Background: an optimization exercise with open tools, aiming at small area and a short achievable clock period. Do not read the settings as production practice. At most, simulation tests tie the RTL to the original design; equivalence was not proved. Power figures rest on the tool's default switching activity, not on a simulated workload.

== old ==
// mem_ecc_codec
module mem_ecc_codec (
    input  wire        clk,
    input  wire        rst_n,
    input  wire        in_valid,
    input  wire [1:0]  in_op,
    input  wire [63:0] in_data,
    input  wire [7:0]  in_check,
    output reg         out_valid,
    output wire [63:0] out_data,
    output wire [7:0]  out_check,
    output wire [1:0]  out_status,
    output wire [7:0]  out_syndrome,
    output wire [6:0]  out_pos
);
Size: ~170 I/O pins, roughly 0.0066 mm² of cells after synthesis.
==> flow/config.mk <==
export PLATFORM = sky130hd
export DESIGN_NAME = mem_ecc_codec
export DESIGN_NICKNAME = mem_ecc_codec
export VERILOG_FILES = /design/flow/design.v
export SDC_FILE = /design/flow/constraint.sdc
export NUM_CORES = 4
export LEC_CHECK = 0
export CAP_MARGIN = 20
export CORE_MARGIN = 2
export CORE_UTILIZATION = 40
export SETUP_SLACK_MARGIN = 4.2
export SLEW_MARGIN = 20
==> flow/constraint.sdc <==
create_clock -name core_clock -period 8.0 [get_ports {clk}]
set_input_delay 1.6000 -clock core_clock [delete_from_list [all_inputs] [get_ports {clk}]]
set_output_delay 1.6000 -clock core_clock [all_outputs]
set_load 0.01 [all_outputs]
standard.sh (not shown) runs the stock make flow with config.mk's settings and CLKGATE_MAP_FILE= SYNTH_SCRIPT=/design/flow/synth_recipe.tcl, a recipe that flattens the netlist after the stock synthesis.
==> flow/flow/run.sh <==
#!/bin/bash
# Own flow: the standard synthesis, then the combinational logic replaced
# by the gate-level netlist of flow/netgen.py (same registers: names and cell
# type), checked equivalent to the standard synthesis by yosys; then the
# standard layout, with plain buffers on the ports instead of the delay cells
# buffer_ports picks by default. If the generated netlist fails a check, the
# standard synthesis's netlist is laid out instead.
set -euo pipefail
HERE=$(pwd)
R=$HERE/orfs/results/$FLOW_PLATFORM/mem_ecc_codec/base
LIB=$FLOW_HOME/platforms/$FLOW_PLATFORM/lib/sky130_fd_sc_hd__tt_025C_1v80.lib
bash standard.sh synth > make_synth.log 2>&1
cp $R/1_2_yosys.v $HERE/synth_standard.v
USE=synth_standard.v
if LIB=$LIB python3 flow/netgen.py $HERE/net_gen.v > netgen.log 2>&1; then
  yosys -p "read_liberty -lib $LIB; read_verilog net_gen.v; hierarchy -top $FLOW_TOP; opt_clean -purge; write_verilog -noattr -noexpr net_norm.v" > yosys_norm.log 2>&1
  yosys -p "read_liberty -ignore_miss_func $LIB; read_verilog synth_standard.v; rename $FLOW_TOP gold; read_verilog net_norm.v; rename $FLOW_TOP gate; flatten gold gate; opt_clean; equiv_make gold gate equiv; hierarchy -top equiv; equiv_simple; equiv_status -assert" > yosys_equiv.log 2>&1 \
    && python3 - <<'PY' > regcheck.log 2>&1 && USE=net_norm.v
import re, sys
def regs(p):
    return sorted(re.findall(r'(sky130_fd_sc_hd__df\w+)\s+(\\\S+)', open(p).read()))
a, b = regs('synth_standard.v'), regs('net_norm.v')
print(len(a), len(b))
sys.exit(0 if a == b and a else 1)
PY
fi
echo "laying out $USE" > netlist_choice.log
cp $HERE/$USE $R/1_2_yosys.v
rm -f $R/1_synth.odb $R/1_synth.sdc
bash standard.sh BUFFER_PORTS_ARGS="-buffer_cell sky130_fd_sc_hd__buf_1" finish > make_finish.log 2>&1
Other scripts of this flow, unchanged in this note and not shown: flow/flow/netgen.py, flow/flow/paar.py
old: flow completed, timing, DRC and antenna clean
Inputs modified between old and new:
# old
export LEC_CHECK = 0
export CAP_MARGIN = 20
export CORE_MARGIN = 2
export CORE_UTILIZATION = 40
export SETUP_SLACK_MARGIN = 4.2
export SLEW_MARGIN = 20
create_clock -name core_clock -period 8.0 [get_ports {clk}]
# new
export LEC_CHECK = 0
export CAP_MARGIN = 20
export CORE_MARGIN = 2
export CORE_UTILIZATION = 40
export SETUP_SLACK_MARGIN = 3.9
export SLEW_MARGIN = 20
create_clock -name core_clock -period 8.0 [get_ports {clk}]
Results
Taking old as the reference, in new clock tree buffer count of the final layout rose by 1; utilization after layout fell by 6.7 points. Between old and new, highest clock rate decreased. Least setup slack across all paths after layout deteriorates in new relative to old. Sequential share of layout area: old and new compared, lower one is old. Number of levels the H-tree was split into delta (old -> new): insignificant. Summary — post-layout net count, new relative to old: lower, by about 4.5%.

---

Another version of the RTL of mem_ecc_codec (not shown whole).
Size: about 870 cells after synthesis, ~170 I/O pins, ~0.0071 sq mm of cells after synthesis.
==> flow/config.mk <==
export PLATFORM = sky130hd
export DESIGN_NAME = mem_ecc_codec
export DESIGN_NICKNAME = mem_ecc_codec
export VERILOG_FILES = /design/flow/design.v
export SDC_FILE = /design/flow/constraint.sdc
export NUM_CORES = 4
export LEC_CHECK = 0
export CAP_MARGIN = 20
export CORE_MARGIN = 2
export CORE_UTILIZATION = 40
export SETUP_SLACK_MARGIN = 3.5
export SLEW_MARGIN = 20
==> flow/constraint.sdc <==
create_clock -name core_clock -period 8.0 [get_ports {clk}]
set_input_delay 1.6000 -clock core_clock [delete_from_list [all_inputs] [get_ports {clk}]]
set_output_delay 1.6000 -clock core_clock [all_outputs]
set_load 0.01 [all_outputs]
==> flow/flow/run.sh <==
#!/bin/bash
# Own flow: the standard synthesis, then the combinational logic replaced
# by the gate-level netlist of flow/netgen.py (same registers: names and cell
# type), checked equivalent to the standard synthesis by yosys; then the
# standard layout, with plain buffers on the ports instead of the delay cells
# buffer_ports picks by default. If the generated netlist fails a check, the
# standard synthesis's netlist is laid out instead.
set -euo pipefail
HERE=$(pwd)
R=$HERE/orfs/results/$FLOW_PLATFORM/mem_ecc_codec/base
LIB=$FLOW_HOME/platforms/$FLOW_PLATFORM/lib/sky130_fd_sc_hd__tt_025C_1v80.lib
bash standard.sh synth > make_synth.log 2>&1
cp $R/1_2_yosys.v $HERE/synth_standard.v
USE=synth_standard.v
# generator options (structure and drive strengths), if any
set -a; [ -f flow/netgen.env ] && . flow/netgen.env; set +a
if LIB=$LIB python3 flow/netgen.py $HERE/net_gen.v > netgen.log 2>&1; then
  yosys -p "read_liberty -lib $LIB; read_verilog net_gen.v; hierarchy -top $FLOW_TOP; opt_clean -purge; write_verilog -noattr -noexpr net_norm.v" > yosys_norm.log 2>&1
  timeout 900 yosys -p "read_liberty -ignore_miss_func $LIB; read_verilog synth_standard.v; rename $FLOW_TOP gold; read_verilog net_norm.v; rename $FLOW_TOP gate; flatten gold gate; opt_clean; equiv_make gold gate equiv; hierarchy -top equiv; equiv_simple; equiv_status -assert" > yosys_equiv.log 2>&1 \
    && python3 - <<'PY' > regcheck.log 2>&1 && USE=net_final.v
# give each flip-flop the instance name the standard synthesis gave the same
# register (the suffix after '$' depends on how yosys read its reset/enable),
# then require the same names and cell types
import re, sys
pat = re.compile(r'(sky130_fd_sc_hd__df\w+)\s+\\([^\s$]+)(\$\S*)?\s')
std = {m.group(2): (m.group(1), m.group(2) + (m.group(3) or '')) for m in pat.finditer(open('synth_standard.v').read())}
txt = open('net_norm.v').read()
def ren(m):
    base = m.group(2)
    if base not in std: sys.exit('no standard register ' + base)
    return m.group(1) + ' \\' + std[base][1] + ' '
txt2 = pat.sub(ren, txt)
open('net_final.v', 'w').write(txt2)
a = sorted(std.values())
b = sorted((m.group(1), m.group(2) + (m.group(3) or '')) for m in pat.finditer(txt2))
print(len(a), len(b))
sys.exit(0 if a == b and a else 1)
PY
fi
echo "laying out $USE" > netlist_choice.log
cp $HERE/$USE $R/1_2_yosys.v
rm -f $R/1_synth.odb $R/1_synth.sdc
bash standard.sh BUFFER_PORTS_ARGS="-buffer_cell sky130_fd_sc_hd__buf_1" finish > make_finish.log 2>&1
==> flow/flow/netgen.env <==
JOINT=0
FO_MIN=5
Other scripts of this flow, unchanged in this note and not shown: flow/flow/joint.py, flow/flow/netgen.py, flow/flow/paar.py
==> next run, changes <==
==> flow/flow/netgen.env (replaced) <==
JOINT=0
FO_MIN=6
Combinational power barely changes.
Via count goes down by 0.67%.
Clock power goes up by 8.0%.
Sequential share of layout area goes up by 0.17 points.
Synthesized area goes down by 1.1%.
Core utilization goes down by 0.24 points.
Sequential power goes up by about 0.7%.
First-iteration DRC count goes up by 16%.
Count of clock-buffer cells in the layout is unchanged.
Global-route usage goes up by 0.18 points.
No functional check of the RTL was part of any run of this note.

==> port drivers added, routing unchanged <==
No port has a modelled driver above. Below, the same layouts with a new extraction and two added sets of constraints. Step 1 sets driving cells, clkbuf_16 on the clock port and buf_2 on the other inputs (assumed; they add their load-dependent delay and slew). Step 2 adds t to the input delays and takes it off the output delays; t is the mean of the earliest and latest rising clock arrival at the registers after step 1. Input paths then give back, and output paths get back, about the clock's delay inside the block. Three values: no drivers, after step 1, after step 2; two values: the first two.
run | shift t [ns] | setup slack, ns | worst hold slack (ns) | worst slew at a driven data input, ns
old | 0.362 | 3.928 / 3.893 / 3.838 | 1.443 / 1.430 / 1.792 | 0.04
new | 0.369 | 3.894 / 3.853 / 3.657 | 1.436 / 1.415 / 1.784 | 0.04
the first run of note 2 | 0.383 | 3.614 / 3.574 / 3.488 | 1.425 / 1.404 / 1.787 | 0.04
the second run of note 2 | 0.379 | 3.559 / 3.521 / 3.511 | 1.421 / 1.406 / 1.785 | 0.04
After both steps setup and hold are still met in every run listed. For new, which loses most, drivers alone change the setup slack by -0.041 ns; drivers and shift together by -0.237 ns.
